Source: an optimization exercise on an open RTL-to-GDS flow (aim: small area, a short achievable clock period and few clock cycles). Production flows keep margins and buffers that such runs may drop.
Function was checked by simulation only, so behaviour that the tests miss may differ from the original.

==> flow/design.v (outline; a module is shown in full before it is edited, if it fits) <==
// module ctl_law_engine: 3223 lines
module ctl_law_engine (
    input  wire        clk,
    input  wire        rst,
    input  wire        start,
    output reg  [7:0]  rd_addr,
    input  wire [39:0] rd_data,
    output reg         wr_en,
    output reg  [7:0]  wr_addr,
    output reg  [39:0] wr_data,
    output reg         done
);
  // ...
==> flow/run.sh <==
#!/bin/bash
# synth_recipe.tcl (not shown) runs the flow's synth.tcl, then flattens the netlist and writes it again
# the make line also repeats each setting of config.mk as NAME=value (left out here)
make -C /OpenROAD-flow-scripts/flow DESIGN_CONFIG=/design/flow/config.mk WORK_HOME=/design/flow/orfs CLKGATE_MAP_FILE= SYNTH_SCRIPT=/design/flow/synth_recipe.tcl finish
==> flow/config.mk <==
export PLATFORM = sky130hd
export DESIGN_NAME = ctl_law_engine
export DESIGN_NICKNAME = ctl_law_engine
export VERILOG_FILES = /design/flow/design.v
export SDC_FILE = /design/flow/constraint.sdc
export NUM_CORES = 4
export LEC_CHECK = 0
export CAP_MARGIN = 20
export CORE_MARGIN = 2
export CORE_UTILIZATION = 40
export SLEW_MARGIN = 20
==> flow/constraint.sdc <==
create_clock -name core_clock -period 20.0 [get_ports {clk}]
set_input_delay 4.0000 -clock core_clock [delete_from_list [all_inputs] [get_ports {clk}]]
set_output_delay 4.0000 -clock core_clock [all_outputs]
set_load 0.01 [all_outputs]
==> summary.txt, run 1 <==
hold path depth=0; RSZ-0062 raised after global routing=no; status=finished clean; Port Buffers=100; antenna-violating nets left=0; std cell rows=177; CP startpoint kind=input port; Clock Skew=82.9 ps; EDFF count, synth=748; WHS=318 ps; CP endpoint=col[1]; fraction of area in multi-input gates=between 50% and 60%; met2 WL=158000 um; via count of the first global-routing pass=~73000; Max Cap Viol=0; Synth Area in Simple Gates=6.94%; fin area=103000 um^2; Final min period=6100 ps; top post-synthesis cells by area=edfxtp_1 (24%), fa_1 (18%), dfxtp_1 (10%); Place WS=approximately 13000 ps; Finished Core Util=between 40% and 50%; Longest Clk Path Bufs=3; busiest grt layer=met2; clkbuf count=190; Seq/Total Area, Yosys=around a third; max FFs per register=560; comb_multi_in=5859; hold path start=r1[2]; met1 usage=39.2%; Final Hold Fails=0; cells on worst reg2reg path=12; reg2reg setup slack=14460 ps
Testbench counts, summed over its fixed seeds: cycles 125,635.
==> run 2: changes to the inputs <==
--- a/flow/design.v
+++ b/flow/design.v
@@ -27,20 +27,24 @@
     reg [2:0] tcnt;
     reg [3:0] ns;           
     reg [2:0] nm;           
     reg       no2;          
     reg [7:0] intmask;
     reg [7:0] intlnk;
     reg       frozen;
     reg [39:0] stat;
-    reg [39:0] v [0:13];
+    reg [39:0] rv [0:13];
+    reg [3:0]  ncols;       
+    reg [3:0]  tailpos;     
+    reg [39:0] xo_cap;      
     reg [3:0] row;          
-    reg [3:0] col;
-    reg [1:0] kpos;         
+    reg [3:0] col;          
+    reg [3:0] kc;           
+    reg       fin;          
     reg [2:0] k0;
     reg [3:0] c0, r0;
     reg       f0, l0;
     reg [2:0] k1;
     reg [3:0] c1, r1;
     reg       f1, l1;
     reg [39:0] mreg;
     reg [19:0] b_neg, b_one, b_two;
@@ -52,17 +56,16 @@
     reg       v3;
     reg [3:0] r3;
     reg       v4;
     reg [3:0] r4;
     reg [39:0] rs;
     reg        sat4;
     reg [39:0] xo;          
     reg        is_int4, m_pos4, m_neg4, j_hi4, j_lo4;
-    reg        chx4, clx4;  
     reg [40:0] lim_a;
     reg [40:0] lim_b;
     reg       v5;
     reg       sat5;
     reg [1:0] inc5;
     reg [7:0] mneg0, mneg1, mnz0, mnz1;
     reg [1:0] lim_hi, lim_lo;
     reg       lim_any;
@@ -118,22 +121,23 @@
                 if (!found && k >= i && k < ns && !(frozen && intmask[k])) begin
                     state_row_from = k[3:0];
                     found = 1'b1;
                 end
             end
         end
     endfunction
     wire [3:0] ncol      = next_col(col, ns, nm);
+    wire [3:0] ccol      = (ncol == C_END) ? 4'd0 : ncol;    
     wire [3:0] first_row = frozen ? state_row_from(4'd0) : 4'd8;
     wire [3:0] nxt_state = state_row_from(row + 4'd1);
     wire [3:0] next_row  = (row == 4'd8 && no2) ? 4'd9 :
                            row[3] ? state_row_from(4'd0) : nxt_state;
     wire       row_lim   = row[3] || intmask[row[2:0]];
-    wire [39:0] vsel = v[c1];
+    wire [39:0] vsel = rv[0];
     wire [40:0] vy   = {vsel, 1'b0};
     reg  [19:0] e_neg, e_one, e_two;
     integer bj;
     always @(*) begin
         for (bj = 0; bj < 20; bj = bj + 1) begin
             e_neg[bj] = vy[2*bj+2];
             e_one[bj] = vy[2*bj+1] ^ vy[2*bj];
             e_two[bj] = (vy[2*bj+2] & ~vy[2*bj+1] & ~vy[2*bj]) |
@@ -2977,60 +2981,532 @@
     assign t_s[79] = fc921;
     assign t_c[79] = fs922;
     assign t_s[80] = fc922;
     assign t_c[80] = fs923;
     assign t_s[81] = fc923;
     assign t_c[81] = fs924;
     assign t_s[82] = fc924;
     assign t_c[82] = fs925;
-    wire [82:0] tsum = acc_s + acc_c;
+    wire [48:0] hs = acc_s[82:34];
+    wire [48:0] hc = acc_c[82:34];
+    wire [48:0] thi;
+    wire ct_g0 = acc_s[0] & acc_c[0];
+    wire ct_p0 = acc_s[0] | acc_c[0];
+    wire ct_g1 = acc_s[1] & acc_c[1];
+    wire ct_p1 = acc_s[1] | acc_c[1];
+    wire ct_g2 = acc_s[2] & acc_c[2];
+    wire ct_p2 = acc_s[2] | acc_c[2];
+    wire ct_g3 = acc_s[3] & acc_c[3];
+    wire ct_p3 = acc_s[3] | acc_c[3];
+    wire ct_g4 = acc_s[4] & acc_c[4];
+    wire ct_p4 = acc_s[4] | acc_c[4];
+    wire ct_g5 = acc_s[5] & acc_c[5];
+    wire ct_p5 = acc_s[5] | acc_c[5];
+    wire ct_g6 = acc_s[6] & acc_c[6];
+    wire ct_p6 = acc_s[6] | acc_c[6];
+    wire ct_g7 = acc_s[7] & acc_c[7];
+    wire ct_p7 = acc_s[7] | acc_c[7];
+    wire ct_g8 = acc_s[8] & acc_c[8];
+    wire ct_p8 = acc_s[8] | acc_c[8];
+    wire ct_g9 = acc_s[9] & acc_c[9];
+    wire ct_p9 = acc_s[9] | acc_c[9];
+    wire ct_g10 = acc_s[10] & acc_c[10];
+    wire ct_p10 = acc_s[10] | acc_c[10];
+    wire ct_g11 = acc_s[11] & acc_c[11];
+    wire ct_p11 = acc_s[11] | acc_c[11];
+    wire ct_g12 = acc_s[12] & acc_c[12];
+    wire ct_p12 = acc_s[12] | acc_c[12];
+    wire ct_g13 = acc_s[13] & acc_c[13];
+    wire ct_p13 = acc_s[13] | acc_c[13];
+    wire ct_g14 = acc_s[14] & acc_c[14];
+    wire ct_p14 = acc_s[14] | acc_c[14];
+    wire ct_g15 = acc_s[15] & acc_c[15];
+    wire ct_p15 = acc_s[15] | acc_c[15];
+    wire ct_g16 = acc_s[16] & acc_c[16];
+    wire ct_p16 = acc_s[16] | acc_c[16];
+    wire ct_g17 = acc_s[17] & acc_c[17];
+    wire ct_p17 = acc_s[17] | acc_c[17];
+    wire ct_g18 = acc_s[18] & acc_c[18];
+    wire ct_p18 = acc_s[18] | acc_c[18];
+    wire ct_g19 = acc_s[19] & acc_c[19];
+    wire ct_p19 = acc_s[19] | acc_c[19];
+    wire ct_g20 = acc_s[20] & acc_c[20];
+    wire ct_p20 = acc_s[20] | acc_c[20];
+    wire ct_g21 = acc_s[21] & acc_c[21];
+    wire ct_p21 = acc_s[21] | acc_c[21];
+    wire ct_g22 = acc_s[22] & acc_c[22];
+    wire ct_p22 = acc_s[22] | acc_c[22];
+    wire ct_g23 = acc_s[23] & acc_c[23];
+    wire ct_p23 = acc_s[23] | acc_c[23];
+    wire ct_g24 = acc_s[24] & acc_c[24];
+    wire ct_p24 = acc_s[24] | acc_c[24];
+    wire ct_g25 = acc_s[25] & acc_c[25];
+    wire ct_p25 = acc_s[25] | acc_c[25];
+    wire ct_g26 = acc_s[26] & acc_c[26];
+    wire ct_p26 = acc_s[26] | acc_c[26];
+    wire ct_g27 = acc_s[27] & acc_c[27];
+    wire ct_p27 = acc_s[27] | acc_c[27];
+    wire ct_g28 = acc_s[28] & acc_c[28];
+    wire ct_p28 = acc_s[28] | acc_c[28];
+    wire ct_g29 = acc_s[29] & acc_c[29];
+    wire ct_p29 = acc_s[29] | acc_c[29];
+    wire ct_g30 = acc_s[30] & acc_c[30];
+    wire ct_p30 = acc_s[30] | acc_c[30];
+    wire ct_g31 = acc_s[31] & acc_c[31];
+    wire ct_p31 = acc_s[31] | acc_c[31];
+    wire ct_g32 = acc_s[32] & acc_c[32];
+    wire ct_p32 = acc_s[32] | acc_c[32];
+    wire ct_g33 = acc_s[33] & acc_c[33];
+    wire ct_p33 = acc_s[33] | acc_c[33];
+    wire ct_G0 = ct_g1 | (ct_p1 & ct_g0);
+    wire ct_P0 = ct_p1 & ct_p0;
+    wire ct_G1 = ct_g3 | (ct_p3 & ct_g2);
+    wire ct_P1 = ct_p3 & ct_p2;
+    wire ct_G2 = ct_g5 | (ct_p5 & ct_g4);
+    wire ct_P2 = ct_p5 & ct_p4;
+    wire ct_G3 = ct_g7 | (ct_p7 & ct_g6);
+    wire ct_P3 = ct_p7 & ct_p6;
+    wire ct_G4 = ct_g9 | (ct_p9 & ct_g8);
+    wire ct_P4 = ct_p9 & ct_p8;
+    wire ct_G5 = ct_g11 | (ct_p11 & ct_g10);
+    wire ct_P5 = ct_p11 & ct_p10;
+    wire ct_G6 = ct_g13 | (ct_p13 & ct_g12);
+    wire ct_P6 = ct_p13 & ct_p12;
+    wire ct_G7 = ct_g15 | (ct_p15 & ct_g14);
+    wire ct_P7 = ct_p15 & ct_p14;
+    wire ct_G8 = ct_g17 | (ct_p17 & ct_g16);
+    wire ct_P8 = ct_p17 & ct_p16;
+    wire ct_G9 = ct_g19 | (ct_p19 & ct_g18);
+    wire ct_P9 = ct_p19 & ct_p18;
+    wire ct_G10 = ct_g21 | (ct_p21 & ct_g20);
+    wire ct_P10 = ct_p21 & ct_p20;
+    wire ct_G11 = ct_g23 | (ct_p23 & ct_g22);
+    wire ct_P11 = ct_p23 & ct_p22;
+    wire ct_G12 = ct_g25 | (ct_p25 & ct_g24);
+    wire ct_P12 = ct_p25 & ct_p24;
+    wire ct_G13 = ct_g27 | (ct_p27 & ct_g26);
+    wire ct_P13 = ct_p27 & ct_p26;
+    wire ct_G14 = ct_g29 | (ct_p29 & ct_g28);
+    wire ct_P14 = ct_p29 & ct_p28;
+    wire ct_G15 = ct_g31 | (ct_p31 & ct_g30);
+    wire ct_P15 = ct_p31 & ct_p30;
+    wire ct_G16 = ct_g33 | (ct_p33 & ct_g32);
+    wire ct_P16 = ct_p33 & ct_p32;
+    wire ct_G17 = ct_G1 | (ct_P1 & ct_G0);
+    wire ct_P17 = ct_P1 & ct_P0;
+    wire ct_G18 = ct_G3 | (ct_P3 & ct_G2);
+    wire ct_P18 = ct_P3 & ct_P2;
+    wire ct_G19 = ct_G5 | (ct_P5 & ct_G4);
+    wire ct_P19 = ct_P5 & ct_P4;
+    wire ct_G20 = ct_G7 | (ct_P7 & ct_G6);
+    wire ct_P20 = ct_P7 & ct_P6;
+    wire ct_G21 = ct_G9 | (ct_P9 & ct_G8);
+    wire ct_P21 = ct_P9 & ct_P8;
+    wire ct_G22 = ct_G11 | (ct_P11 & ct_G10);
+    wire ct_P22 = ct_P11 & ct_P10;
+    wire ct_G23 = ct_G13 | (ct_P13 & ct_G12);
+    wire ct_P23 = ct_P13 & ct_P12;
+    wire ct_G24 = ct_G15 | (ct_P15 & ct_G14);
+    wire ct_P24 = ct_P15 & ct_P14;
+    wire ct_G25 = ct_G18 | (ct_P18 & ct_G17);
+    wire ct_P25 = ct_P18 & ct_P17;
+    wire ct_G26 = ct_G20 | (ct_P20 & ct_G19);
+    wire ct_P26 = ct_P20 & ct_P19;
+    wire ct_G27 = ct_G22 | (ct_P22 & ct_G21);
+    wire ct_P27 = ct_P22 & ct_P21;
+    wire ct_G28 = ct_G24 | (ct_P24 & ct_G23);
+    wire ct_P28 = ct_P24 & ct_P23;
+    wire ct_G29 = ct_G26 | (ct_P26 & ct_G25);
+    wire ct_P29 = ct_P26 & ct_P25;
+    wire ct_G30 = ct_G28 | (ct_P28 & ct_G27);
+    wire ct_P30 = ct_P28 & ct_P27;
+    wire ct_G31 = ct_G30 | (ct_P30 & ct_G29);
+    wire ct_P31 = ct_P30 & ct_P29;
+    wire ct_G32 = ct_G16 | (ct_P16 & ct_G31);
+    wire ct_P32 = ct_P16 & ct_P31;
+    wire c34 = ct_G32;
+    wire bk_p0 = hs[0] ^ hc[0];
+    wire bk_g0 = (hs[0] & hc[0]) | (bk_p0 & c34);
+    wire bk_p1 = hs[1] ^ hc[1];
+    wire bk_g1 = hs[1] & hc[1];
+    wire bk_p2 = hs[2] ^ hc[2];
+    wire bk_g2 = hs[2] & hc[2];
+    wire bk_p3 = hs[3] ^ hc[3];
+    wire bk_g3 = hs[3] & hc[3];
+    wire bk_p4 = hs[4] ^ hc[4];
+    wire bk_g4 = hs[4] & hc[4];
+    wire bk_p5 = hs[5] ^ hc[5];
+    wire bk_g5 = hs[5] & hc[5];
+    wire bk_p6 = hs[6] ^ hc[6];
+    wire bk_g6 = hs[6] & hc[6];
+    wire bk_p7 = hs[7] ^ hc[7];
+    wire bk_g7 = hs[7] & hc[7];
+    wire bk_p8 = hs[8] ^ hc[8];
+    wire bk_g8 = hs[8] & hc[8];
+    wire bk_p9 = hs[9] ^ hc[9];
+    wire bk_g9 = hs[9] & hc[9];
+    wire bk_p10 = hs[10] ^ hc[10];
+    wire bk_g10 = hs[10] & hc[10];
+    wire bk_p11 = hs[11] ^ hc[11];
+    wire bk_g11 = hs[11] & hc[11];
+    wire bk_p12 = hs[12] ^ hc[12];
+    wire bk_g12 = hs[12] & hc[12];
+    wire bk_p13 = hs[13] ^ hc[13];
+    wire bk_g13 = hs[13] & hc[13];
+    wire bk_p14 = hs[14] ^ hc[14];
+    wire bk_g14 = hs[14] & hc[14];
+    wire bk_p15 = hs[15] ^ hc[15];
+    wire bk_g15 = hs[15] & hc[15];
+    wire bk_p16 = hs[16] ^ hc[16];
+    wire bk_g16 = hs[16] & hc[16];
+    wire bk_p17 = hs[17] ^ hc[17];
+    wire bk_g17 = hs[17] & hc[17];
+    wire bk_p18 = hs[18] ^ hc[18];
+    wire bk_g18 = hs[18] & hc[18];
+    wire bk_p19 = hs[19] ^ hc[19];
+    wire bk_g19 = hs[19] & hc[19];
+    wire bk_p20 = hs[20] ^ hc[20];
+    wire bk_g20 = hs[20] & hc[20];
+    wire bk_p21 = hs[21] ^ hc[21];
+    wire bk_g21 = hs[21] & hc[21];
+    wire bk_p22 = hs[22] ^ hc[22];
+    wire bk_g22 = hs[22] & hc[22];
+    wire bk_p23 = hs[23] ^ hc[23];
+    wire bk_g23 = hs[23] & hc[23];
+    wire bk_p24 = hs[24] ^ hc[24];
+    wire bk_g24 = hs[24] & hc[24];
+    wire bk_p25 = hs[25] ^ hc[25];
+    wire bk_g25 = hs[25] & hc[25];
+    wire bk_p26 = hs[26] ^ hc[26];
+    wire bk_g26 = hs[26] & hc[26];
+    wire bk_p27 = hs[27] ^ hc[27];
+    wire bk_g27 = hs[27] & hc[27];
+    wire bk_p28 = hs[28] ^ hc[28];
+    wire bk_g28 = hs[28] & hc[28];
+    wire bk_p29 = hs[29] ^ hc[29];
+    wire bk_g29 = hs[29] & hc[29];
+    wire bk_p30 = hs[30] ^ hc[30];
+    wire bk_g30 = hs[30] & hc[30];
+    wire bk_p31 = hs[31] ^ hc[31];
+    wire bk_g31 = hs[31] & hc[31];
+    wire bk_p32 = hs[32] ^ hc[32];
+    wire bk_g32 = hs[32] & hc[32];
+    wire bk_p33 = hs[33] ^ hc[33];
+    wire bk_g33 = hs[33] & hc[33];
+    wire bk_p34 = hs[34] ^ hc[34];
+    wire bk_g34 = hs[34] & hc[34];
+    wire bk_p35 = hs[35] ^ hc[35];
+    wire bk_g35 = hs[35] & hc[35];
+    wire bk_p36 = hs[36] ^ hc[36];
+    wire bk_g36 = hs[36] & hc[36];
+    wire bk_p37 = hs[37] ^ hc[37];
+    wire bk_g37 = hs[37] & hc[37];
+    wire bk_p38 = hs[38] ^ hc[38];
+    wire bk_g38 = hs[38] & hc[38];
+    wire bk_p39 = hs[39] ^ hc[39];
+    wire bk_g39 = hs[39] & hc[39];
+    wire bk_p40 = hs[40] ^ hc[40];
+    wire bk_g40 = hs[40] & hc[40];
+    wire bk_p41 = hs[41] ^ hc[41];
+    wire bk_g41 = hs[41] & hc[41];
+    wire bk_p42 = hs[42] ^ hc[42];
+    wire bk_g42 = hs[42] & hc[42];
+    wire bk_p43 = hs[43] ^ hc[43];
+    wire bk_g43 = hs[43] & hc[43];
+    wire bk_p44 = hs[44] ^ hc[44];
+    wire bk_g44 = hs[44] & hc[44];
+    wire bk_p45 = hs[45] ^ hc[45];
+    wire bk_g45 = hs[45] & hc[45];
+    wire bk_p46 = hs[46] ^ hc[46];
+    wire bk_g46 = hs[46] & hc[46];
+    wire bk_p47 = hs[47] ^ hc[47];
+    wire bk_g47 = hs[47] & hc[47];
+    wire bk_p48 = hs[48] ^ hc[48];
+    wire bk_g48 = hs[48] & hc[48];
+    wire bk_G0 = bk_g1 | (bk_p1 & bk_g0);
+    wire bk_P0 = bk_p1 & bk_p0;
+    wire bk_G1 = bk_g3 | (bk_p3 & bk_g2);
+    wire bk_P1 = bk_p3 & bk_p2;
+    wire bk_G2 = bk_g5 | (bk_p5 & bk_g4);
+    wire bk_P2 = bk_p5 & bk_p4;
+    wire bk_G3 = bk_g7 | (bk_p7 & bk_g6);
+    wire bk_P3 = bk_p7 & bk_p6;
+    wire bk_G4 = bk_g9 | (bk_p9 & bk_g8);
+    wire bk_P4 = bk_p9 & bk_p8;
+    wire bk_G5 = bk_g11 | (bk_p11 & bk_g10);
+    wire bk_P5 = bk_p11 & bk_p10;
+    wire bk_G6 = bk_g13 | (bk_p13 & bk_g12);
+    wire bk_P6 = bk_p13 & bk_p12;
+    wire bk_G7 = bk_g15 | (bk_p15 & bk_g14);
+    wire bk_P7 = bk_p15 & bk_p14;
+    wire bk_G8 = bk_g17 | (bk_p17 & bk_g16);
+    wire bk_P8 = bk_p17 & bk_p16;
+    wire bk_G9 = bk_g19 | (bk_p19 & bk_g18);
+    wire bk_P9 = bk_p19 & bk_p18;
+    wire bk_G10 = bk_g21 | (bk_p21 & bk_g20);
+    wire bk_P10 = bk_p21 & bk_p20;
+    wire bk_G11 = bk_g23 | (bk_p23 & bk_g22);
+    wire bk_P11 = bk_p23 & bk_p22;
+    wire bk_G12 = bk_g25 | (bk_p25 & bk_g24);
+    wire bk_P12 = bk_p25 & bk_p24;
+    wire bk_G13 = bk_g27 | (bk_p27 & bk_g26);
+    wire bk_P13 = bk_p27 & bk_p26;
+    wire bk_G14 = bk_g29 | (bk_p29 & bk_g28);
+    wire bk_P14 = bk_p29 & bk_p28;
+    wire bk_G15 = bk_g31 | (bk_p31 & bk_g30);
+    wire bk_P15 = bk_p31 & bk_p30;
+    wire bk_G16 = bk_g33 | (bk_p33 & bk_g32);
+    wire bk_P16 = bk_p33 & bk_p32;
+    wire bk_G17 = bk_g35 | (bk_p35 & bk_g34);
+    wire bk_P17 = bk_p35 & bk_p34;
+    wire bk_G18 = bk_g37 | (bk_p37 & bk_g36);
+    wire bk_P18 = bk_p37 & bk_p36;
+    wire bk_G19 = bk_g39 | (bk_p39 & bk_g38);
+    wire bk_P19 = bk_p39 & bk_p38;
+    wire bk_G20 = bk_g41 | (bk_p41 & bk_g40);
+    wire bk_P20 = bk_p41 & bk_p40;
+    wire bk_G21 = bk_g43 | (bk_p43 & bk_g42);
+    wire bk_P21 = bk_p43 & bk_p42;
+    wire bk_G22 = bk_g45 | (bk_p45 & bk_g44);
+    wire bk_P22 = bk_p45 & bk_p44;
+    wire bk_G23 = bk_g47 | (bk_p47 & bk_g46);
+    wire bk_P23 = bk_p47 & bk_p46;
+    wire bk_G24 = bk_G1 | (bk_P1 & bk_G0);
+    wire bk_P24 = bk_P1 & bk_P0;
+    wire bk_G25 = bk_G3 | (bk_P3 & bk_G2);
+    wire bk_P25 = bk_P3 & bk_P2;
+    wire bk_G26 = bk_G5 | (bk_P5 & bk_G4);
+    wire bk_P26 = bk_P5 & bk_P4;
+    wire bk_G27 = bk_G7 | (bk_P7 & bk_G6);
+    wire bk_P27 = bk_P7 & bk_P6;
+    wire bk_G28 = bk_G9 | (bk_P9 & bk_G8);
+    wire bk_P28 = bk_P9 & bk_P8;
+    wire bk_G29 = bk_G11 | (bk_P11 & bk_G10);
+    wire bk_P29 = bk_P11 & bk_P10;
+    wire bk_G30 = bk_G13 | (bk_P13 & bk_G12);
+    wire bk_P30 = bk_P13 & bk_P12;
+    wire bk_G31 = bk_G15 | (bk_P15 & bk_G14);
+    wire bk_P31 = bk_P15 & bk_P14;
+    wire bk_G32 = bk_G17 | (bk_P17 & bk_G16);
+    wire bk_P32 = bk_P17 & bk_P16;
+    wire bk_G33 = bk_G19 | (bk_P19 & bk_G18);
+    wire bk_P33 = bk_P19 & bk_P18;
+    wire bk_G34 = bk_G21 | (bk_P21 & bk_G20);
+    wire bk_P34 = bk_P21 & bk_P20;
+    wire bk_G35 = bk_G23 | (bk_P23 & bk_G22);
+    wire bk_P35 = bk_P23 & bk_P22;
+    wire bk_G36 = bk_G25 | (bk_P25 & bk_G24);
+    wire bk_P36 = bk_P25 & bk_P24;
+    wire bk_G37 = bk_G27 | (bk_P27 & bk_G26);
+    wire bk_P37 = bk_P27 & bk_P26;
+    wire bk_G38 = bk_G29 | (bk_P29 & bk_G28);
+    wire bk_P38 = bk_P29 & bk_P28;
+    wire bk_G39 = bk_G31 | (bk_P31 & bk_G30);
+    wire bk_P39 = bk_P31 & bk_P30;
+    wire bk_G40 = bk_G33 | (bk_P33 & bk_G32);
+    wire bk_P40 = bk_P33 & bk_P32;
+    wire bk_G41 = bk_G35 | (bk_P35 & bk_G34);
+    wire bk_P41 = bk_P35 & bk_P34;
+    wire bk_G42 = bk_G37 | (bk_P37 & bk_G36);
+    wire bk_P42 = bk_P37 & bk_P36;
+    wire bk_G43 = bk_G39 | (bk_P39 & bk_G38);
+    wire bk_P43 = bk_P39 & bk_P38;
+    wire bk_G44 = bk_G41 | (bk_P41 & bk_G40);
+    wire bk_P44 = bk_P41 & bk_P40;
+    wire bk_G45 = bk_G43 | (bk_P43 & bk_G42);
+    wire bk_P45 = bk_P43 & bk_P42;
+    wire bk_G46 = bk_G44 | (bk_P44 & bk_G45);
+    wire bk_P46 = bk_P44 & bk_P45;
+    wire bk_G47 = bk_G38 | (bk_P38 & bk_G42);
+    wire bk_P47 = bk_P38 & bk_P42;
+    wire bk_G48 = bk_G40 | (bk_P40 & bk_G45);
+    wire bk_P48 = bk_P40 & bk_P45;
+    wire bk_G49 = bk_G26 | (bk_P26 & bk_G36);
+    wire bk_P49 = bk_P26 & bk_P36;
+    wire bk_G50 = bk_G28 | (bk_P28 & bk_G42);
+    wire bk_P50 = bk_P28 & bk_P42;
+    wire bk_G51 = bk_G30 | (bk_P30 & bk_G47);
+    wire bk_P51 = bk_P30 & bk_P47;
+    wire bk_G52 = bk_G32 | (bk_P32 & bk_G45);
+    wire bk_P52 = bk_P32 & bk_P45;
+    wire bk_G53 = bk_G34 | (bk_P34 & bk_G48);
+    wire bk_P53 = bk_P34 & bk_P48;
+    wire bk_G54 = bk_G2 | (bk_P2 & bk_G24);
+    wire bk_P54 = bk_P2 & bk_P24;
+    wire bk_G55 = bk_G4 | (bk_P4 & bk_G36);
+    wire bk_P55 = bk_P4 & bk_P36;
+    wire bk_G56 = bk_G6 | (bk_P6 & bk_G49);
+    wire bk_P56 = bk_P6 & bk_P49;
+    wire bk_G57 = bk_G8 | (bk_P8 & bk_G42);
+    wire bk_P57 = bk_P8 & bk_P42;
+    wire bk_G58 = bk_G10 | (bk_P10 & bk_G50);
+    wire bk_P58 = bk_P10 & bk_P50;
+    wire bk_G59 = bk_G12 | (bk_P12 & bk_G47);
+    wire bk_P59 = bk_P12 & bk_P47;
+    wire bk_G60 = bk_G14 | (bk_P14 & bk_G51);
+    wire bk_P60 = bk_P14 & bk_P51;
+    wire bk_G61 = bk_G16 | (bk_P16 & bk_G45);
+    wire bk_P61 = bk_P16 & bk_P45;
+    wire bk_G62 = bk_G18 | (bk_P18 & bk_G52);
+    wire bk_P62 = bk_P18 & bk_P52;
+    wire bk_G63 = bk_G20 | (bk_P20 & bk_G48);
+    wire bk_P63 = bk_P20 & bk_P48;
+    wire bk_G64 = bk_G22 | (bk_P22 & bk_G53);
+    wire bk_P64 = bk_P22 & bk_P53;
+    wire bk_G65 = bk_g2 | (bk_p2 & bk_G0);
+    wire bk_P65 = bk_p2 & bk_P0;
+    wire bk_G66 = bk_g4 | (bk_p4 & bk_G24);
+    wire bk_P66 = bk_p4 & bk_P24;
+    wire bk_G67 = bk_g6 | (bk_p6 & bk_G54);
+    wire bk_P67 = bk_p6 & bk_P54;
+    wire bk_G68 = bk_g8 | (bk_p8 & bk_G36);
+    wire bk_P68 = bk_p8 & bk_P36;
+    wire bk_G69 = bk_g10 | (bk_p10 & bk_G55);
+    wire bk_P69 = bk_p10 & bk_P55;
+    wire bk_G70 = bk_g12 | (bk_p12 & bk_G49);
+    wire bk_P70 = bk_p12 & bk_P49;
+    wire bk_G71 = bk_g14 | (bk_p14 & bk_G56);
+    wire bk_P71 = bk_p14 & bk_P56;
+    wire bk_G72 = bk_g16 | (bk_p16 & bk_G42);
+    wire bk_P72 = bk_p16 & bk_P42;
+    wire bk_G73 = bk_g18 | (bk_p18 & bk_G57);
+    wire bk_P73 = bk_p18 & bk_P57;
+    wire bk_G74 = bk_g20 | (bk_p20 & bk_G50);
+    wire bk_P74 = bk_p20 & bk_P50;
+    wire bk_G75 = bk_g22 | (bk_p22 & bk_G58);
+    wire bk_P75 = bk_p22 & bk_P58;
+    wire bk_G76 = bk_g24 | (bk_p24 & bk_G47);
+    wire bk_P76 = bk_p24 & bk_P47;
+    wire bk_G77 = bk_g26 | (bk_p26 & bk_G59);
+    wire bk_P77 = bk_p26 & bk_P59;
+    wire bk_G78 = bk_g28 | (bk_p28 & bk_G51);
+    wire bk_P78 = bk_p28 & bk_P51;
+    wire bk_G79 = bk_g30 | (bk_p30 & bk_G60);
+    wire bk_P79 = bk_p30 & bk_P60;
+    wire bk_G80 = bk_g32 | (bk_p32 & bk_G45);
+    wire bk_P80 = bk_p32 & bk_P45;
+    wire bk_G81 = bk_g34 | (bk_p34 & bk_G61);
+    wire bk_P81 = bk_p34 & bk_P61;
+    wire bk_G82 = bk_g36 | (bk_p36 & bk_G52);
+    wire bk_P82 = bk_p36 & bk_P52;
+    wire bk_G83 = bk_g38 | (bk_p38 & bk_G62);
+    wire bk_P83 = bk_p38 & bk_P62;
+    wire bk_G84 = bk_g40 | (bk_p40 & bk_G48);
+    wire bk_P84 = bk_p40 & bk_P48;
+    wire bk_G85 = bk_g42 | (bk_p42 & bk_G63);
+    wire bk_P85 = bk_p42 & bk_P63;
+    wire bk_G86 = bk_g44 | (bk_p44 & bk_G53);
+    wire bk_P86 = bk_p44 & bk_P53;
+    wire bk_G87 = bk_g46 | (bk_p46 & bk_G64);
+    wire bk_P87 = bk_p46 & bk_P64;
+    wire bk_G88 = bk_g48 | (bk_p48 & bk_G46);
+    wire bk_P88 = bk_p48 & bk_P46;
+    assign thi[0] = bk_p0 ^ c34;
+    assign thi[1] = bk_p1 ^ bk_g0;
+    assign thi[2] = bk_p2 ^ bk_G0;
+    assign thi[3] = bk_p3 ^ bk_G65;
+    assign thi[4] = bk_p4 ^ bk_G24;
+    assign thi[5] = bk_p5 ^ bk_G66;
+    assign thi[6] = bk_p6 ^ bk_G54;
+    assign thi[7] = bk_p7 ^ bk_G67;
+    assign thi[8] = bk_p8 ^ bk_G36;
+    assign thi[9] = bk_p9 ^ bk_G68;
+    assign thi[10] = bk_p10 ^ bk_G55;
+    assign thi[11] = bk_p11 ^ bk_G69;
+    assign thi[12] = bk_p12 ^ bk_G49;
+    assign thi[13] = bk_p13 ^ bk_G70;
+    assign thi[14] = bk_p14 ^ bk_G56;
+    assign thi[15] = bk_p15 ^ bk_G71;
+    assign thi[16] = bk_p16 ^ bk_G42;
+    assign thi[17] = bk_p17 ^ bk_G72;
+    assign thi[18] = bk_p18 ^ bk_G57;
+    assign thi[19] = bk_p19 ^ bk_G73;
+    assign thi[20] = bk_p20 ^ bk_G50;
+    assign thi[21] = bk_p21 ^ bk_G74;
+    assign thi[22] = bk_p22 ^ bk_G58;
+    assign thi[23] = bk_p23 ^ bk_G75;
+    assign thi[24] = bk_p24 ^ bk_G47;
+    assign thi[25] = bk_p25 ^ bk_G76;
+    assign thi[26] = bk_p26 ^ bk_G59;
+    assign thi[27] = bk_p27 ^ bk_G77;
+    assign thi[28] = bk_p28 ^ bk_G51;
+    assign thi[29] = bk_p29 ^ bk_G78;
+    assign thi[30] = bk_p30 ^ bk_G60;
+    assign thi[31] = bk_p31 ^ bk_G79;
+    assign thi[32] = bk_p32 ^ bk_G45;
+    assign thi[33] = bk_p33 ^ bk_G80;
+    assign thi[34] = bk_p34 ^ bk_G61;
+    assign thi[35] = bk_p35 ^ bk_G81;
+    assign thi[36] = bk_p36 ^ bk_G52;
+    assign thi[37] = bk_p37 ^ bk_G82;
+    assign thi[38] = bk_p38 ^ bk_G62;
+    assign thi[39] = bk_p39 ^ bk_G83;
+    assign thi[40] = bk_p40 ^ bk_G48;
+    assign thi[41] = bk_p41 ^ bk_G84;
+    assign thi[42] = bk_p42 ^ bk_G63;
+    assign thi[43] = bk_p43 ^ bk_G85;
+    assign thi[44] = bk_p44 ^ bk_G53;
+    assign thi[45] = bk_p45 ^ bk_G86;
+    assign thi[46] = bk_p46 ^ bk_G64;
+    assign thi[47] = bk_p47 ^ bk_G87;
+    assign thi[48] = bk_p48 ^ bk_G46;
     wire [33:0] zx   = acc_s[33:0] ^ acc_c[33:0];
     wire [33:0] zc   = {acc_s[32:0] | acc_c[32:0], 1'b0};
     wire        tie  = (zx == zc);
-    wire        s_hi = !tsum[82] && (|tsum[81:73]);
-    wire        s_lo = tsum[82] && !(&tsum[81:73]);
+    wire        s_hi = !thi[48] && (|thi[47:39]);
+    wire        s_lo = thi[48] && !(&thi[47:39]);
     wire [39:0] rs3  = s_hi ? 40'h7F_FFFF_FFFF :
                        s_lo ? 40'h80_0000_0000 :
-                       {tsum[73:35], tsum[34] & !tie};
+                       {thi[39:1], thi[0] & !tie};
     wire [2:0]  si3    = r3[2:0];
-    wire [39:0] x_old3 = v[{1'b0, si3}];
     wire        lnk3   = intlnk[si3];
     wire        m_nz3  = lnk3 ? mnz1[si3]  : mnz0[si3];
     wire        m_neg3 = lnk3 ? mneg1[si3] : mneg0[si3];
-    wire signed [40:0] xo3_41 = {x_old3[39], x_old3};
     wire signed [40:0] rs41 = {rs[39], rs};
-    wire        gt     = $signed(rs) > $signed(xo);
     wire        lt     = $signed(rs) < $signed(xo);
+    wire        gt     = !lt && (rs != xo);
     wire        hold   = !r4[3] && is_int4 &&
                          ((j_hi4 && ((gt && m_pos4) || (lt && m_neg4))) ||
                           (j_lo4 && ((gt && m_neg4) || (lt && m_pos4))));
+    wire signed [40:0] xo41 = {xo[39], xo};
     wire        chr    = rs41 > $signed(lim_a);
     wire        clr    = rs41 < $signed(lim_b);
+    wire        chx    = xo41 > $signed(lim_a);
+    wire        clx    = xo41 < $signed(lim_b);
     wire        lim_on = r4[3] || is_int4;
-    wire        p_hi   = lim_on && (hold ? chx4 : chr);
-    wire        p_lo   = lim_on && !p_hi && (hold ? clx4 : clr);
+    wire        p_hi   = lim_on && (hold ? chx : chr);
+    wire        p_lo   = lim_on && !p_hi && (hold ? clx : clr);
     wire [39:0] base   = hold ? xo : rs;
     wire [39:0] p_out  = p_hi ? lim_a[39:0] : (p_lo ? lim_b[39:0] : base);
     wire [1:0]  inc4   = {1'b0, hold} + {1'b0, p_hi | p_lo};
     wire [16:0] limcnt_sum  = {1'b0, stat[39:24]} + {15'd0, inc5};
     wire [15:0] limcnt_next = limcnt_sum[16] ? 16'hFFFF : limcnt_sum[15:0];
     wire [15:0] asat_next   = (stat[23:8] == 16'hFFFF) ? 16'hFFFF : stat[23:8] + 16'd1;
     wire [15:0] limcnt_n    = v5 ? limcnt_next : stat[39:24];
     wire [15:0] asat_n      = (v5 && sat5) ? asat_next : stat[23:8];
     wire        asat_f      = (v5 && sat5) | stat[4];
+    wire [39:0] ring_in = (k1 == K_V) ? rd_data : rv[0];
+    integer ri;
+    wire [3:0] cfg_ns = (rd_data[3:0] == 4'd0) ? 4'd1 :
+                        (rd_data[3:0] > 4'd8)  ? 4'd8 : rd_data[3:0];
+    wire [2:0] cfg_nm = (rd_data[6:4] == 3'd0) ? 3'd1 :
+                        (rd_data[6:4] > 3'd4)  ? 3'd4 : rd_data[6:4];
     always @(posedge clk) begin
         k1 <= k0;
         c1 <= c0;
         r1 <= r0;
         f1 <= f0;
         l1 <= l0;
-        if (k1 == K_V)
-            v[c1] <= rd_data;
-        mreg   <= (k1 == K_COEF) ? rd_data : 40'd0;
+        for (ri = 0; ri < 13; ri = ri + 1)
+            rv[ri] <= (ri == tailpos) ? ring_in : rv[ri+1];
+        rv[13] <= ring_in;
+        if (k1 == K_COEF && !r1[3] && c1 == {1'b0, r1[2:0]})
+            xo_cap <= rv[0];
+        mreg   <= rd_data;
         b_neg  <= e_neg;
         b_one  <= e_one;
         b_two  <= e_two;
         c2     <= c1;
         r2     <= r1;
         cf2    <= (k1 == K_COEF);
         first2 <= (k1 == K_COEF) && f1;
         last2  <= (k1 == K_COEF) && l1;
@@ -3051,26 +3527,25 @@
                 mnz1[c2[2:0]]  <= |mreg;
             end else begin
                 mneg0[c2[2:0]] <= mreg[39];
                 mnz0[c2[2:0]]  <= |mreg;
             end
         end
         v3 <= last2;
         r3 <= r2;
+        if (last2)
+            xo <= xo_cap;
         rs   <= rs3;
         sat4 <= s_hi | s_lo;
-        xo      <= x_old3;
         is_int4 <= intmask[si3];
         m_pos4  <= m_nz3 && !m_neg3;
         m_neg4  <= m_nz3 && m_neg3;
         j_hi4   <= lnk3 ? lim_hi[1] : lim_hi[0];
         j_lo4   <= lnk3 ? lim_lo[1] : lim_lo[0];
-        chx4    <= xo3_41 > $signed(lim_a);
-        clx4    <= xo3_41 < $signed(lim_b);
         v4   <= v3;
         r4   <= r3;
         wr_en <= 1'b0;
         v5    <= v4;
         sat5  <= sat4;
         inc5  <= r4[3] ? 2'd0 : inc4;
         if (v4) begin
             wr_en <= 1'b1;
@@ -3087,16 +3562,18 @@
         end
         if (v5) begin
             if (sat5) begin
                 stat[23:8] <= asat_next;
                 stat[4]    <= 1'b1;
             end
             stat[39:24] <= limcnt_next;
         end
+        if (fin)
+            tcnt <= tcnt + 3'd1;
         done <= 1'b0;
         k0   <= K_NONE;
         f0   <= 1'b0;
         l0   <= 1'b0;
         case (ist)
             I_IDLE: begin
                 rd_addr <= 8'h01;
                 if (start) begin
@@ -3119,100 +3596,116 @@
                     ist     <= I_CFG;
                 end else begin
                     rd_addr <= 8'h01;
                     done    <= 1'b1;
                     ist     <= I_IDLE;
                 end
             end
             I_CFG: begin
-                ns      <= (rd_data[3:0] == 4'd0) ? 4'd1 :
-                           (rd_data[3:0] > 4'd8)  ? 4'd8 : rd_data[3:0];
-                nm      <= (rd_data[6:4] == 3'd0) ? 3'd1 :
-                           (rd_data[6:4] > 3'd4)  ? 3'd4 : rd_data[6:4];
+                ns      <= cfg_ns;
+                nm      <= cfg_nm;
                 no2     <= rd_data[8];
                 intmask <= rd_data[18:11];
                 intlnk  <= rd_data[26:19];
+                ncols   <= cfg_ns + {1'b0, cfg_nm} + 4'd2;
+                tailpos <= cfg_ns + {1'b0, cfg_nm} + 4'd1;
                 rd_addr <= 8'h10;
                 k0      <= K_V;
                 c0      <= 4'd8;
                 col     <= 4'd8;
                 ist     <= I_LOADV;
             end
             I_LOADV: begin
-                if (ncol != C_END) begin
-                    rd_addr <= col_addr(ncol);
-                    k0      <= K_V;
-                    c0      <= ncol;
-                    col     <= ncol;
-                end else if (first_row != 4'd15) begin
-                    row  <= first_row;
+                rd_addr <= col_addr(ncol);
+                k0      <= K_V;
+                c0      <= ncol;
+                col     <= ncol;
+                if (next_col(ncol, ns, nm) == C_END) begin
                     col  <= 4'd0;
-                    kpos <= 2'd0;
-                    ist  <= I_ROW;
-                end else begin
-                    tcnt <= 3'd0;
-                    ist  <= I_END;
+                    row  <= first_row;
+                    kc   <= 4'd0;
+                    if (first_row != 4'd15) begin
+                        ist <= I_ROW;
+                    end else begin
+                        fin  <= 1'b1;
+                        tcnt <= 3'd0;
+                        ist  <= I_END;
+                    end
                 end
             end
             I_ROW: begin
                 rd_addr <= {row + 4'd4, col};
                 k0      <= K_COEF;
                 c0      <= col;
                 r0      <= row;
-                f0      <= (kpos == 2'd0);
-                l0      <= (ncol == C_END);
-                if (kpos != 2'd2)
-                    kpos <= kpos + 2'd1;
-                if (ncol != C_END) begin
-                    col <= ncol;
-                    if (kpos == 2'd1 && row_lim)
+                f0      <= (kc == 4'd0);
+                l0      <= (kc == tailpos);
+                col     <= ccol;
+                kc      <= kc + 4'd1;
+                if (kc == tailpos) begin
+                    kc <= 4'd0;
+                    if (next_row == 4'd15) begin
+                        fin  <= 1'b1;
+                        tcnt <= 3'd0;
+                    end
+                    if (row_lim)
                         ist <= I_LIMA;
-                end else if (next_row != 4'd15) begin
-                    row  <= next_row;
-                    col  <= 4'd0;
-                    kpos <= 2'd0;
-                end else begin
-                    tcnt <= 3'd0;
-                    ist  <= I_END;
+                    else if (next_row != 4'd15)
+                        row <= next_row;
+                    else
+                        ist <= I_END;
                 end
             end
             I_LIMA: begin
                 rd_addr <= row[3] ? (8'h16 + {5'd0, row[0], 2'b00}) :
                                     (8'h30 + {5'd0, row[2:0]});
                 k0      <= K_LIMA;
                 r0      <= row;
-                ist     <= row[3] ? I_LIMB : I_ROW;
+                col     <= ccol;
+                if (row[3])
+                    ist <= I_LIMB;
+                else if (next_row != 4'd15) begin
+                    row <= next_row;
+                    ist <= I_ROW;
+                end else
+                    ist <= I_END;
             end
             I_LIMB: begin
                 rd_addr <= 8'h15 + {5'd0, row[0], 2'b00};
                 k0      <= K_LIMB;
                 r0      <= row;
-                ist     <= I_ROW;
+                col     <= ccol;
+                if (next_row != 4'd15) begin
+                    row <= next_row;
+                    ist <= I_ROW;
+                end else
+                    ist <= I_END;
             end
             I_END: begin
-                tcnt <= tcnt + 3'd1;
                 if (tcnt == 3'd5) begin
                     wr_en   <= 1'b1;
                     wr_addr <= 8'h01;
                     wr_data <= {limcnt_n, asat_n, stat[7:5], asat_f,
                                 frozen ? stat[3] : lim_any, stat[2:0]};
                 end
                 if (tcnt == 3'd6) begin
                     done    <= 1'b1;
                     rd_addr <= 8'h01;
+                    fin     <= 1'b0;
                     ist     <= I_IDLE;
                 end
             end
             default: ist <= I_IDLE;
         endcase
         if (rst) begin
             ist     <= I_IDLE;
             rd_addr <= 8'h01;
             done    <= 1'b0;
+            fin     <= 1'b0;
             wr_en   <= 1'b0;
             k0      <= K_NONE;
             k1      <= K_NONE;
             cf2     <= 1'b0;
             first2  <= 1'b0;
             last2   <= 1'b0;
             neg2    <= 1'b0;
             v3      <= 1'b0;
==> summary.txt, run 2 <==
Seq/Total Area, Yosys=32.1% (-1.9 points); WHS=327 ps (+9.69 ps); DRC=0; worst skew pair latency=840 ps; layout cells sized above 1=under 10%; largest registers=rv: 560 flops, acc_s: 83 flops, acc_c: 82 flops; dpl hpwl=193000 um; drt first pass iters=9; root buffer cell=clkbuf_16; via count=67700; CP top delay family=compound AO/OA/AOI/OAI gates; register name with the most flops=rv; first-pass GRT wire length=443000 um; Final Hold Fails=0 (unchanged); status=finished clean; Post-synth ARST share=0%; DRT Wirelength=295000 um; CP Data Arrival Time=8020 ps; most frequent cells in the layout=dfxtp_1 (954), fa_1 (859), a22oi_1 (788); CP Capture Type=flip-flop; effective utilization at floorplan=40.2%; Remaining Overflow, GRT=0; Hold WC Path Type=flip-flop to flip-flop; CTS tree=yes; WP buf/inv=1; Main synth FF type=dfxtp_1; Final period util=36.9%; via/cell ratio=5.86; mux share of post-synthesis cell area=1.85%; Post-Synthesis Net Count=approximately 10000; via count of the first global-routing pass=69000 (-5.7%); H-Tree Depth=4; Compound-Gate Fraction of Synth Area=15.5%; Slew @ Worst Pin=around 1100 ps; area growth from synthesis to layout=9.64%; leading cell type in the layout, fill and taps excluded=dfxtp_1; I/O pin cnt=101; Synth Area in Simple Gates=7.98% (+1.0 points); Post-CTS Setup Bufs=0; CORE AREA=between 200000 and 250000 um^2; RSZ-0062 raised after global routing=no; xor-xnor portion of the synthesized cell area=10.1%; Syn Inst Count=8891; Synth Area per Inst=9.84 um^2; Rel. slew slack=about a quarter; die width=472 um; Final min period=7370 ps (+1280 ps); Final Max Tran Viols=0; Post-CTS Hold Fix Bufs=0; hold path depth=0 (unchanged); number of nets in the layout=approximately 9900; Clk pin slew, worst setup/hold paths=about 60 ps; crit-path max FO=40; EDFF count, synth=271 (-64%); post-synth top area share=between 20% and 30%; antenna-violating nets left=0 (unchanged); pin count of the biggest net entering global routing=81; placer congestion estimate=0.960; Crit path largest cell delay=610 ps; critical path required time=roughly 21000 ps; GRT Resource Usage Total=a little over a quarter; top post-synthesis cells by area=dfxtp_1 (23%), fa_1 (20%), edfxtp_1 (9.3%); Iter 0 DRT Violations=7760; Port Buffers=100 (unchanged); fmax=136 MHz; post_cts resized=0; Synth Cell Area=87500 um^2; max FFs per register=560 (unchanged); antenna violations before repair=10; TNS Setup=0 ps; Longest Clk Path Bufs=3 (unchanged); Max Cap Viol=0 (unchanged); largest family of logic cells by synthesized area=adder cells; post-synthesis cell type count=87; yosys warns=2; Synth top cells by count=dfxtp_1 (997), fa_1 (859), a22oi_1 (788), inv_1 (762), xor2_1 (732); critical path class=flip-flop to flip-flop; crit-path most repeated cell=o21ai_0; Final Setup Violations=0; CP Depth=27; top cell type by total area after synthesis=dfxtp_1; Post-Synth Adder-Cell Area=25.8%; slowest CP cell=a31o_2; #FFs+latches synth=around 1300; WL/cell=25.6 um; Clock Skew=67.8 ps (-15.0 ps); std cell rows=171 (-3.4%); die span in y=472 um; CP startpoint kind=flip-flop; cells on worst reg2reg path=27 (+15); die area=222000 um^2; cell with the most instances after synthesis=dfxtp_1; Num Clock Sinks=1268; total CTS buffers=144
## run 2: changes by cell type after synthesis, sizes merged, moves of 46 or more
cell    delta
clkbuf   +125
a21oi    +282
mux2      -46
o21ai    +134
a21o      -68
inv       +62
nor2     +276
mux4     -202
edfxtp   -477
buf       -67
dfxtp    +522
## run 2: worst reg2reg max path: cells and delay by family (launching register included)
family,cells,cell delay (ps)
buffers and inverters,1,60
flip-flops,1,360
AND/OR/NAND/NOR,5,870
AO/OA/AOI/OAI,17,4350
adder cells (fa/ha/maj),4,1600
## run 2: per-layer routing
metal	GRT usage [%]	up-vias	routed length, um
li1	-	29300	-
met1	34.2	33400	118000
met2	40.2	3870	130000
met3	6.93	1117	31100
met4	13.0	2	16600
met5	0.0216	-	13
## run 2: final cells by class
cell class              instances  area (um^2)
diodes                          7         17.5
clock buffers                 211         4250
flip-flops and latches       1268        28200
repair buffers                292         2440
clock inverters                53          806
multi-input cells            6095        53800
inverters                     764         2870
well taps                    2854         3570
fillers                     20500       121000
## run 2: worst paths after layout
kind | start | endpoint | slack [ps]
worst max-delay path | acc_s[2] | rs[38] | 12630
worst min-delay path | r2[1] | r3[1] | 330
worst max register to register | acc_s[2] | rs[38] | 12630
worst min register to register | r2[1] | r3[1] | 330
## run 2: cell families (layout without fill, tap and decap cells)
group,after synthesis,after routing
AND/OR/NAND/NOR,1534,1534
flip-flops,1268,1268
XOR/XNOR,1009,1009
other,0,7
AO/OA/AOI/OAI,2124,2124
adder cells (fa/ha/maj),1290,1290
buffers and inverters,1528,1320
multiplexers,138,138
## run 2: stage by stage
stage	instances	utilization (%)	setup slack [ps]	area (um^2)
after global routing	11500	44.1	12260	95900
after floorplan	8891	-	14270	87500
after detailed placement	11300	41.8	12420	90800
after global placement	11300	41.8	12450	90800
final	11500	44.1	12630	95900
after CTS	11500	44.1	12380	95800
Testbench counts of run 2, summed over its fixed seeds: cycles 123,247.

-- port drivers added, routing unchanged --
How much do the figures lean on ideal ports? The routed layouts below were timed once more, with nothing changed but the port constraints. Step 1: set_driving_cell puts a clkbuf_16 on clk and a buf_2 on each other input, an assumption about the parent block. Step 2 also shifts input and output timing later by t, the mid clock arrival at the registers, as if the neighbouring blocks saw the same clock. Slacks: ideal / step 1 / step 2; pairs: ideal / step 1.
| run | shift t [ns] | slack for setup (ns) | worst hold slack (ns) | latest minus earliest clock arrival (ns) | slew at the worst register clock pin (ns) |
|---|---|---|---|---|---|
| run 1 | 0.903 | 13.904 / 13.972 / 13.069 | 0.318 / 0.318 / 0.318 | 0.083 / 0.083 | 0.08 / 0.08 |
| run 2 | 0.893 | 12.627 / 12.627 / 12.627 | 0.327 / 0.327 / 0.327 | 0.074 / 0.073 | 0.07 / 0.07 |
After both steps setup and hold are still met in every run listed. The setup slack of run 1, which loses most, moves by +0.068 ns with the drivers and by -0.835 ns with both steps.
